What follows belongs to an exercise in optimizing a design on an open flow for small area, a short achievable clock period and few clock cycles per item; a production flow would make more cautious choices. RTL that was checked went through simulation tests only; none was proved equivalent to the original.

==> 07-27 <==
## rake_choose
module rake_choose (
    input  wire         clk,
    input  wire         rst,
    input  wire         start,
    input  wire [2:0]   shape_w1,       
    input  wire [2:0]   shape_h1,       
    input  wire [2:0]   policy,
    input  wire [7:0]   cw_kw,          
    input  wire [7:0]   cw_kt,
    input  wire [7:0]   cw_kd,
    input  wire [7:0]   cw_ks,
    input  wire [9:0]   cw_kh,
    input  wire [7:0]   temp_base,      
    input  wire [7:0]   temp_limit,     
    input  wire [30:0]  bucket_size,    
    input  wire         force_place,
    input  wire         carry,
    input  wire [63:0]  exclude,
    input  wire [7:0]   ent_valid,
    input  wire [47:0]  ent_member,     
    input  wire [31:0]  ent_weight,     
    input  wire [47:0]  ent_router,     
    output reg  [5:0]   mem_addr,
    input  wire [82:0]  mem_data,
    output reg          done,
    output reg  [1:0]   status,         
    output wire [5:0]   anchor,
    output wire [31:0]  cost,
    output wire         hit,
    output reg  [6:0]   eligible
);
    localparam [1:0] ST_OK = 2'd0, ST_NO_ROOM = 2'd1, ST_WEAR_BUDGET = 2'd2;
    localparam PASS_TOKENS = 6144;
    localparam [1:0] S_IDLE = 2'd0, S_P1 = 2'd1, S_P1E = 2'd2, S_P2 = 2'd3;
    reg [1:0] state;
    reg [7:0] kw, kt, kd, ks;
    reg [9:0] kh;
    always @(*) begin
        case (policy)
            3'd1:    begin kw = 8'd16; kt = 8'd2;  kd = 8'd2;  ks = 8'd16; kh = 10'd256;  end
            3'd2:    begin kw = 8'd1;  kt = 8'd1;  kd = 8'd32; ks = 8'd16; kh = 10'd1023; end
            3'd3:    begin kw = 8'd2;  kt = 8'd16; kd = 8'd4;  ks = 8'd16; kh = 10'd1023; end
            3'd4:    begin kw = 8'd0;  kt = 8'd0;  kd = 8'd0;  ks = 8'd0;  kh = 10'd0;    end
            3'd5:    begin kw = cw_kw; kt = cw_kt; kd = cw_kd; ks = cw_ks; kh = cw_kh;    end
            default: begin kw = 8'd4;  kt = 8'd2;  kd = 8'd8;  ks = 8'd16; kh = 10'd1023; end
        endcase
    end
  ...
Settings: LEC_CHECK=0, CAP_MARGIN=20, CORE_MARGIN=2, CORE_UTILIZATION=40, PLACE_DENSITY=0.6, SLEW_MARGIN=20; clock period 20.0 ns.
run.sh (not shown) runs the stock make flow with config.mk's settings and CLKGATE_MAP_FILE= SYNTH_SCRIPT=/design/flow/synth_recipe.tcl, a recipe that flattens the netlist after the stock synthesis.
==> inputs of 11-05, as changes to 07-27 <==
--- a/flow/design.v
+++ b/flow/design.v
@@ -60,13 +60,12 @@
     reg         wmin_seen;
     reg         c_r;            
     reg         c_vld;
     reg  [3:0]  hrun;           
     reg  [31:0] vcnt;           
     reg  [63:0] mask;           
-    reg         any4;
     reg  [30:0] size_s;
     reg  [31:0] size_s3;        
     wire signed [7:0] s_temp  = d_temp;
     wire signed [7:0] s_limit = temp_limit;
     wire signed [7:0] s_base  = temp_base;
     wire ok14 = d_in_part && !exclude[pc] && d_avail && (s_temp < s_limit);
@@ -92,18 +91,16 @@
     reg  [7:0]  acc_temp;
     reg  [6:0]  acc_holds;
     reg         acc_hit;
     reg  [10:0] acc_dist;
     reg         wacc, wfirst, wlast;
     reg  [3:0]  ha0, wa0, ha1, wa1;
-    reg  [8:0]  c_wear;
-    reg  [7:0]  c_temp;
+    reg  [7:0]  cap_tt;         
+    reg         cap_hd, cap_hm;
     reg  [10:0] c_dist;
-    reg  [6:0]  c_loss;
-    reg         c_hit;
-    reg  [5:0]  c_anc;
+    wire [6:0]  c_loss = acc_hit ? 7'd0 : acc_holds;
     reg         cbusy;
     reg  [1:0]  cc;
     reg  [7:0]  ksl;            
     reg  [3:0]  khs;            
     reg  [20:0] cacc;
     reg  [5:0]  w_anc;
@@ -154,12 +151,13 @@
     endfunction
     wire [38:0] dv_1 = dstep4({dr, dl}, size_s, size_s3);
     wire [38:0] dv_2 = dstep4(dv_1, size_s, size_s3);
     wire [38:0] dv_n = (sc == 2'd0) ? {g_val, dl} : (sc == 2'd1) ? {n_hi, n_lo} : dv_2;
     wire [8:0]  wsum     = {1'b0, life_r} + {1'b0, dl};
     wire [8:0]  new_wear = (wfirst || wsum > acc_wear) ? wsum : acc_wear;
+    wire [7:0]  new_temp = (wfirst || cap_tt > acc_temp) ? cap_tt : acc_temp;
     wire [6:0] n_members = ({4'd0, shape_w1} + 7'd1) * ({4'd0, shape_h1} + 7'd1);
     wire [5:0] e0_member = ent_member[sc*12 +: 6];
     wire [3:0] e0_weight = ent_weight[sc*8 +: 4];
     wire [5:0] e0_router = ent_router[sc*12 +: 6];
     wire       e0_valid  = ent_valid[sc*2];
     wire [5:0] e1_member = ent_member[sc*12 + 6 +: 6];
@@ -175,19 +173,19 @@
     wire [2:0] e1_rd = (m_row > e1_router[5:3]) ? m_row - e1_router[5:3] : e1_router[5:3] - m_row;
     wire [2:0] e1_cd = (m_col > e1_router[2:0]) ? m_col - e1_router[2:0] : e1_router[2:0] - m_col;
     wire [3:0] e0_hops = {1'b0, e0_rd} + {1'b0, e0_cd};
     wire [3:0] e1_hops = {1'b0, e1_rd} + {1'b0, e1_cd};
     wire [8:0]  dsum  = ha0 * wa0 + ha1 * wa1;
     wire [10:0] dist_n = acc_dist + {2'b00, dsum};
-    wire [10:0] pp_w = {1'b0, ksl[7] ? c_wear : 9'd0, 1'b0} + {2'b00, ksl[6] ? c_wear : 9'd0};
-    wire [9:0]  pp_t = {1'b0, ksl[5] ? c_temp : 8'd0, 1'b0} + {2'b00, ksl[4] ? c_temp : 8'd0};
+    wire [10:0] pp_w = {1'b0, ksl[7] ? acc_wear : 9'd0, 1'b0} + {2'b00, ksl[6] ? acc_wear : 9'd0};
+    wire [9:0]  pp_t = {1'b0, ksl[5] ? acc_temp : 8'd0, 1'b0} + {2'b00, ksl[4] ? acc_temp : 8'd0};
     wire [12:0] pp_d = {1'b0, ksl[3] ? c_dist : 11'd0, 1'b0} + {2'b00, ksl[2] ? c_dist : 11'd0};
     wire [8:0]  pp_s = {1'b0, ksl[1] ? c_loss : 7'd0, 1'b0} + {2'b00, ksl[0] ? c_loss : 7'd0};
     wire [13:0] pp   = {3'd0, pp_w} + {4'd0, pp_t} + {1'd0, pp_d} + {5'd0, pp_s};
     wire [20:0] cacc_n = ((cc == 2'd3) ? 21'd0 : {cacc[18:0], 2'b00}) + {7'd0, pp}
-                       - (c_hit ? {17'd0, khs} : 21'd0);
+                       - (acc_hit ? {17'd0, khs} : 21'd0);
     wire        copy_now = wacc && wlast;
     wire [1:0]  nsl = copy_now ? 2'd3 : cc - 2'd1;
     reg  [7:0]  ksl_n;
     reg  [3:0]  khs_n;
     always @(*) begin
         case (nsl)
@@ -229,15 +227,15 @@
             done <= 1'b0;
             case (state)
                 S_IDLE: begin
                     if (start) begin
                         pc          <= 6'd63;
                         rp          <= 1'b0;
+                        wmin        <= 32'd0;
                         wmin_seen   <= 1'b0;
                         c_vld       <= 1'b0;
-                        any4        <= 1'b0;
                         eligible    <= 7'd0;
                         have_best   <= 1'b0;
                         best_cost   <= 21'd0;
                         best_anchor <= 6'd0;
                         best_hit    <= 1'b0;
                         busy        <= 1'b0;
@@ -264,14 +262,19 @@
                     end
                     if (c_vld) begin
                         hrun <= hrun_n;
                         vcnt <= {vrun_n, vcnt[31:4]};
                         mask <= {mask[62:0], vok};
                         if (vok) begin
-                            if (rp) any4 <= 1'b1;
-                            else    eligible <= eligible + 7'd1;
+                            if (rp) begin
+                                status <= ST_WEAR_BUDGET;
+                                done   <= 1'b1;
+                                state  <= S_IDLE;
+                            end else begin
+                                eligible <= eligible + 7'd1;
+                            end
                         end
                     end
                     if (state == S_P1E) begin
                         c_vld    <= 1'b0;
                         pos      <= 6'd63;
                         acc_dist <= 11'd0;
@@ -281,20 +284,23 @@
                             state <= S_P2;
                         end else if (!rp && !force_place) begin
                             rp    <= 1'b1;
                             pc    <= 6'd63;
                             state <= S_P1;
                         end else begin
-                            status <= (rp && (any4 || vok)) ? ST_WEAR_BUDGET : ST_NO_ROOM;
+                            status <= (rp && vok) ? ST_WEAR_BUDGET : ST_NO_ROOM;
                             done   <= 1'b1;
                             state  <= S_IDLE;
                         end
                     end
                 end
                 S_P2: begin
-                    if (!mask[63] || take) begin
+                    if (mask[63:56] == 8'd0) begin
+                        mask <= {mask[55:0], 8'd0};
+                        pos  <= pos - 6'd8;
+                    end else if (!mask[63] || take) begin
                         mask <= {mask[62:0], 1'b0};
                         pos  <= pos - 6'd1;
                     end
                     if (take) begin
                         busy  <= 1'b1;
                         ca    <= pos;
@@ -324,45 +330,42 @@
                         end
                     end
                     if (busy) begin
                         case (sc)
                             2'd1: begin
                                 life_r <= life;
-                                if (mi == 6'd0) begin
-                                    acc_temp  <= tterm;
-                                    acc_holds <= {6'd0, d_ws_holds};
-                                    acc_hit   <= hitm;
-                                end else begin
-                                    if (tterm > acc_temp) acc_temp <= tterm;
-                                    acc_holds <= acc_holds + {6'd0, d_ws_holds};
-                                    acc_hit   <= acc_hit && hitm;
-                                end
+                                cap_tt <= tterm;
+                                cap_hd <= d_ws_holds;
+                                cap_hm <= hitm && !carry;
                             end
                             default: ;
                         endcase
                     end
                     wacc   <= busy && (sc == 2'd3);
                     wfirst <= (mi == 6'd0);
                     wlast  <= lastm;
                     if (busy && sc == 2'd3 && lastm)
                         w_anc <= ca;
                     if (wacc) begin
-                        acc_wear <= new_wear;
+                        acc_wear  <= new_wear;
+                        acc_temp  <= new_temp;
+                        acc_holds <= (wfirst ? 7'd0 : acc_holds) + {6'd0, cap_hd};
+                        acc_hit   <= (wfirst || acc_hit) && cap_hm;
                     end
                     ha0 <= e0_match ? e0_hops : 4'd0;
                     wa0 <= e0_weight;
                     ha1 <= e1_match ? e1_hops : 4'd0;
                     wa1 <= e1_weight;
                     acc_dist <= copy_now ? 11'd0 : dist_n;
                     if (cbusy) begin
                         cacc <= cacc_n;
                         cc   <= cc - 2'd1;
+                        if (cc == 2'd3) f_anc <= w_anc;
                         if (cc == 2'd0) begin
                             cbusy <= 1'b0;
-                            f_anc <= c_anc;
-                            f_hit <= c_hit;
+                            f_hit <= acc_hit;
                         end
                     end
                     fval <= cbusy && (cc == 2'd0);
                     if (fval) begin
                         if (!have_best || ($signed(cacc) <= $signed(best_cost))) begin
                             have_best   <= 1'b1;
@@ -374,18 +377,13 @@
                             status <= ST_OK;
                             done   <= 1'b1;
                             state  <= S_IDLE;
                         end
                     end
                     if (copy_now) begin
-                        c_wear <= new_wear;
-                        c_temp <= acc_temp;
                         c_dist <= dist_n;
-                        c_hit  <= acc_hit && !carry;
-                        c_loss <= (acc_hit && !carry) ? 7'd0 : acc_holds;
-                        c_anc  <= w_anc;
                         cbusy  <= 1'b1;
                         cc     <= 2'd3;
                     end
                 end
                 default: state <= S_IDLE;
             endcase
==> flow/flow/run.sh (new file) <==
#!/bin/bash
# The standard layout (standard synthesis, floorplan, placement, CTS, routing),
# with one change: the buffers that global placement puts on every input and output
# port are sky130_fd_sc_hd__buf_1 instead of the delay buffer ORFS picks by default.
set -euo pipefail
bash standard.sh BUFFER_PORTS_ARGS="-buffer_cell sky130_fd_sc_hd__buf_1" finish > standard.log 2>&1
==> flow/standard.sh (new file) <==
#!/bin/bash
# synth_recipe.tcl (not shown) runs the flow's synth.tcl, then flattens the netlist and writes it again
# the make line also repeats each setting of config.mk as NAME=value (left out here)
make -C /OpenROAD-flow-scripts/flow DESIGN_CONFIG=/design/flow/config.mk WORK_HOME=/design/flow/orfs CLKGATE_MAP_FILE= SYNTH_SCRIPT=/design/flow/synth_recipe.tcl "${@:-finish}"
==> flow/config.mk (replaced) <==
export PLATFORM = sky130hd
export DESIGN_NAME = rake_choose
export DESIGN_NICKNAME = rake_choose
export VERILOG_FILES = /design/flow/design.v
export SDC_FILE = /design/flow/constraint.sdc
export NUM_CORES = 4
export LEC_CHECK = 0
export CAP_MARGIN = 20
export CORE_MARGIN = 2
export CORE_UTILIZATION = 65
export PLACE_DENSITY = 0.75
export SLEW_MARGIN = 20
removed: flow/run.sh
==> inputs of 06-12, as changes to 07-27 <==
--- a/flow/design.v
+++ b/flow/design.v
@@ -62,13 +62,12 @@
     reg         c_vld;
     reg  [3:0]  hrun;           
     reg  [31:0] vcnt;           
     reg  [63:0] mask;           
     reg         any4;
     reg  [30:0] size_s;
-    reg  [31:0] size_s3;        
     wire signed [7:0] s_temp  = d_temp;
     wire signed [7:0] s_limit = temp_limit;
     wire signed [7:0] s_base  = temp_base;
     wire ok14 = d_in_part && !exclude[pc] && d_avail && (s_temp < s_limit);
     wire ok5  = !d_tokens[31] && (d_tokens[30:0] >= PASS_TOKENS);
     wire c_now = ok14 && (rp || force_place || ok5);
@@ -104,15 +103,12 @@
     reg         cbusy;
     reg  [1:0]  cc;
     reg  [7:0]  ksl;            
     reg  [3:0]  khs;            
     reg  [20:0] cacc;
     reg  [5:0]  w_anc;
-    reg         fval;
-    reg  [5:0]  f_anc;
-    reg         f_hit;
     reg         have_best;
     reg  [20:0] best_cost;
     reg  [5:0]  best_anchor;
     reg         best_hit;
     assign anchor = best_anchor;
     assign cost   = {{11{best_cost[20]}}, best_cost};
@@ -128,36 +124,31 @@
     wire [7:0]  life  = wdiff[32] ? 8'd0 : (wdiff[31:18] != 14'd0) ? 8'd255 : wdiff[17:10];
     wire signed [8:0] temp_diff = s_temp - s_base;
     wire [7:0]  tterm = temp_diff[8] ? 8'd0 : temp_diff[7:0];
     wire        hitm  = d_ws_holds && d_ws_match && (d_ws_anchor == ca);
     wire [30:0] n_hi = dr - {8'd0, dr[30:8]} - {30'd0, (dr[7:0] != 8'd0)};
     wire [7:0]  n_lo = 8'd0 - dr[7:0];
-    function [38:0] dstep4;
+    function [38:0] dstep;
         input [38:0] rl;
         input [30:0] s;
-        input [31:0] s3;
-        reg   [31:0] r4;
-        reg   [32:0] d1, d2, d3;
+        reg   [31:0] r2;
+        reg   [31:0] df;
         begin
-            r4 = {rl[37:8], rl[7:6]};
-            d1 = {1'b0, r4} - {2'b00, s};
-            d2 = {1'b0, r4} - {1'b0, s, 1'b0};
-            d3 = {1'b0, r4} - {1'b0, s3};
-            if (!d3[32])
-                dstep4 = {d3[30:0], rl[5:0], 2'd3};
-            else if (!d2[32])
-                dstep4 = {d2[30:0], rl[5:0], 2'd2};
-            else if (!d1[32])
-                dstep4 = {d1[30:0], rl[5:0], 2'd1};
+            r2 = {rl[38:8], rl[7]};
+            df = r2 - {1'b0, s};
+            if (!df[31])
+                dstep = {df[30:0], rl[6:0], 1'b1};
             else
-                dstep4 = {r4[30:0], rl[5:0], 2'd0};
+                dstep = {r2[30:0], rl[6:0], 1'b0};
         end
     endfunction
-    wire [38:0] dv_1 = dstep4({dr, dl}, size_s, size_s3);
-    wire [38:0] dv_2 = dstep4(dv_1, size_s, size_s3);
-    wire [38:0] dv_n = (sc == 2'd0) ? {g_val, dl} : (sc == 2'd1) ? {n_hi, n_lo} : dv_2;
+    wire [38:0] dv_1 = dstep({dr, dl}, size_s);
+    wire [38:0] dv_1m = (sc == 2'd1) ? {n_hi, n_lo} : dv_1;
+    wire [38:0] dv_2 = dstep(dv_1m, size_s);
+    wire [38:0] dv_3 = dstep(dv_2, size_s);
+    wire [38:0] dv_n = (sc == 2'd0) ? {g_val, dl} : dv_3;
     wire [8:0]  wsum     = {1'b0, life_r} + {1'b0, dl};
     wire [8:0]  new_wear = (wfirst || wsum > acc_wear) ? wsum : acc_wear;
     wire [6:0] n_members = ({4'd0, shape_w1} + 7'd1) * ({4'd0, shape_h1} + 7'd1);
     wire [5:0] e0_member = ent_member[sc*12 +: 6];
     wire [3:0] e0_weight = ent_weight[sc*8 +: 4];
     wire [5:0] e0_router = ent_router[sc*12 +: 6];
@@ -210,24 +201,23 @@
                 else
                     mem_addr = {m_row, m_col};
             end
             default: mem_addr = 6'd63;
         endcase
     end
-    wire p2_idle = !mask_any && !busy && !wacc && !cbusy;
+    wire p2_idle = !mask_any && !busy && !wacc;
     always @(posedge clk) begin
         ksl <= ksl_n;
         khs <= khs_n;
         {dr, dl} <= dv_n;
         if (rst) begin
             state <= S_IDLE;
             done  <= 1'b0;
             busy  <= 1'b0;
             wacc  <= 1'b0;
             cbusy <= 1'b0;
-            fval  <= 1'b0;
         end else begin
             done <= 1'b0;
             case (state)
                 S_IDLE: begin
                     if (start) begin
                         pc          <= 6'd63;
@@ -240,20 +230,18 @@
                         best_cost   <= 21'd0;
                         best_anchor <= 6'd0;
                         best_hit    <= 1'b0;
                         busy        <= 1'b0;
                         wacc        <= 1'b0;
                         cbusy       <= 1'b0;
-                        fval        <= 1'b0;
                         size_s      <= (bucket_size < PASS_TOKENS) ? PASS_TOKENS[30:0] :
                                        (bucket_size > 31'h4000_0000) ? 31'h4000_0000 : bucket_size;
                         state       <= S_P1;
                     end
                 end
                 S_P1, S_P1E: begin
-                    size_s3 <= {1'b0, size_s} + {size_s, 1'b0};
                     if (state == S_P1) begin
                         if (d_in_part && !d_retired && (!wmin_seen || wdiff[32])) begin
                             wmin      <= d_wear;
                             wmin_seen <= 1'b1;
                         end
                         c_r   <= c_now;
@@ -355,28 +343,23 @@
                     acc_dist <= copy_now ? 11'd0 : dist_n;
                     if (cbusy) begin
                         cacc <= cacc_n;
                         cc   <= cc - 2'd1;
                         if (cc == 2'd0) begin
                             cbusy <= 1'b0;
-                            f_anc <= c_anc;
-                            f_hit <= c_hit;
-                        end
-                    end
-                    fval <= cbusy && (cc == 2'd0);
-                    if (fval) begin
-                        if (!have_best || ($signed(cacc) <= $signed(best_cost))) begin
-                            have_best   <= 1'b1;
-                            best_cost   <= cacc;
-                            best_anchor <= f_anc;
-                            best_hit    <= f_hit;
-                        end
-                        if (p2_idle) begin
-                            status <= ST_OK;
-                            done   <= 1'b1;
-                            state  <= S_IDLE;
+                            if (!have_best || ($signed(cacc_n) <= $signed(best_cost))) begin
+                                have_best   <= 1'b1;
+                                best_cost   <= cacc_n;
+                                best_anchor <= c_anc;
+                                best_hit    <= c_hit;
+                            end
+                            if (p2_idle) begin
+                                status <= ST_OK;
+                                done   <= 1'b1;
+                                state  <= S_IDLE;
+                            end
                         end
                     end
                     if (copy_now) begin
                         c_wear <= new_wear;
                         c_temp <= acc_temp;
                         c_dist <= dist_n;
==> comparison table <==
item	06-12	11-05	07-27
Outcome	timing/DRC/antenna clean	timing/DRC/antenna clean	timing/DRC/antenna clean
Area share of the largest cell type after synthesis	30.3%	26.7%	28.2%
Signal buffers	468	475	481
Startpoint of the worst register-to-register path	size_s[22]	size_s[9]	size_s[1]
Area post-placement	0.0432 mm2	0.0472 mm2	0.0509 mm2
Seq Cell Count	428	448	470
Sequential cell area	0.0124 mm2	0.0130 mm2	0.0136 mm2
Fin nets	5174	6253	6238
Number of nets in the synthesized netlist	4784	5860	5816
Total half-perimeter wirelength after legalization and detailed placement	93700 um	111000 um	120000 um
Worst Skew	0.0840 ns	0.0232 ns	0.0585 ns
First-pass DRT Iterations	5	6	8
Testbench counts of 11-05, summed over its fixed seeds: cycles 75,703, decisions 384.
Testbench counts of 06-12, summed over its fixed seeds: cycles 78,984, decisions 384.
For 07-27, only the layout was checked, not whether the RTL still works.

-- static timing again, ports no longer ideal --
In the flow no input, the clock included, has a driving cell. The finished layouts below were timed again as built, in two steps. Step 1, drivers: a clkbuf_16 drives clk and a buf_2 each remaining input, both assumed. Step 2 moves the port delays by t, midway between the first and last clock arrival at a register: inputs arrive t later, outputs are due t later. That takes back most of the time a late clock gives input paths. Slacks: no drivers / after step 1 / after step 2; pairs: no drivers / after step 1.
| run | t (ns) | setup slack, ns | hold slack, ns | worst setup path at the end | worst register clock-pin slew, ns |
|---|---|---|---|---|---|
| 07-27 | 0.755 | 11.112 / 11.112 / 11.103 | 0.414 / 0.414 / 0.414 | input to register | 0.07 / 0.07 |
| 11-05 | 0.679 | 12.025 / 12.025 / 11.443 | 0.419 / 0.419 / 0.419 | input to register | 0.08 / 0.08 |
| 06-12 | 0.693 | 8.682 / 8.682 / 8.682 | 0.416 / 0.416 / 0.416 | register to register | 0.07 / 0.07 |
After both steps setup and hold are still met in every run listed. For 11-05, which loses most, drivers alone change the setup slack by 0.000 ns; drivers and shift together by -0.582 ns.
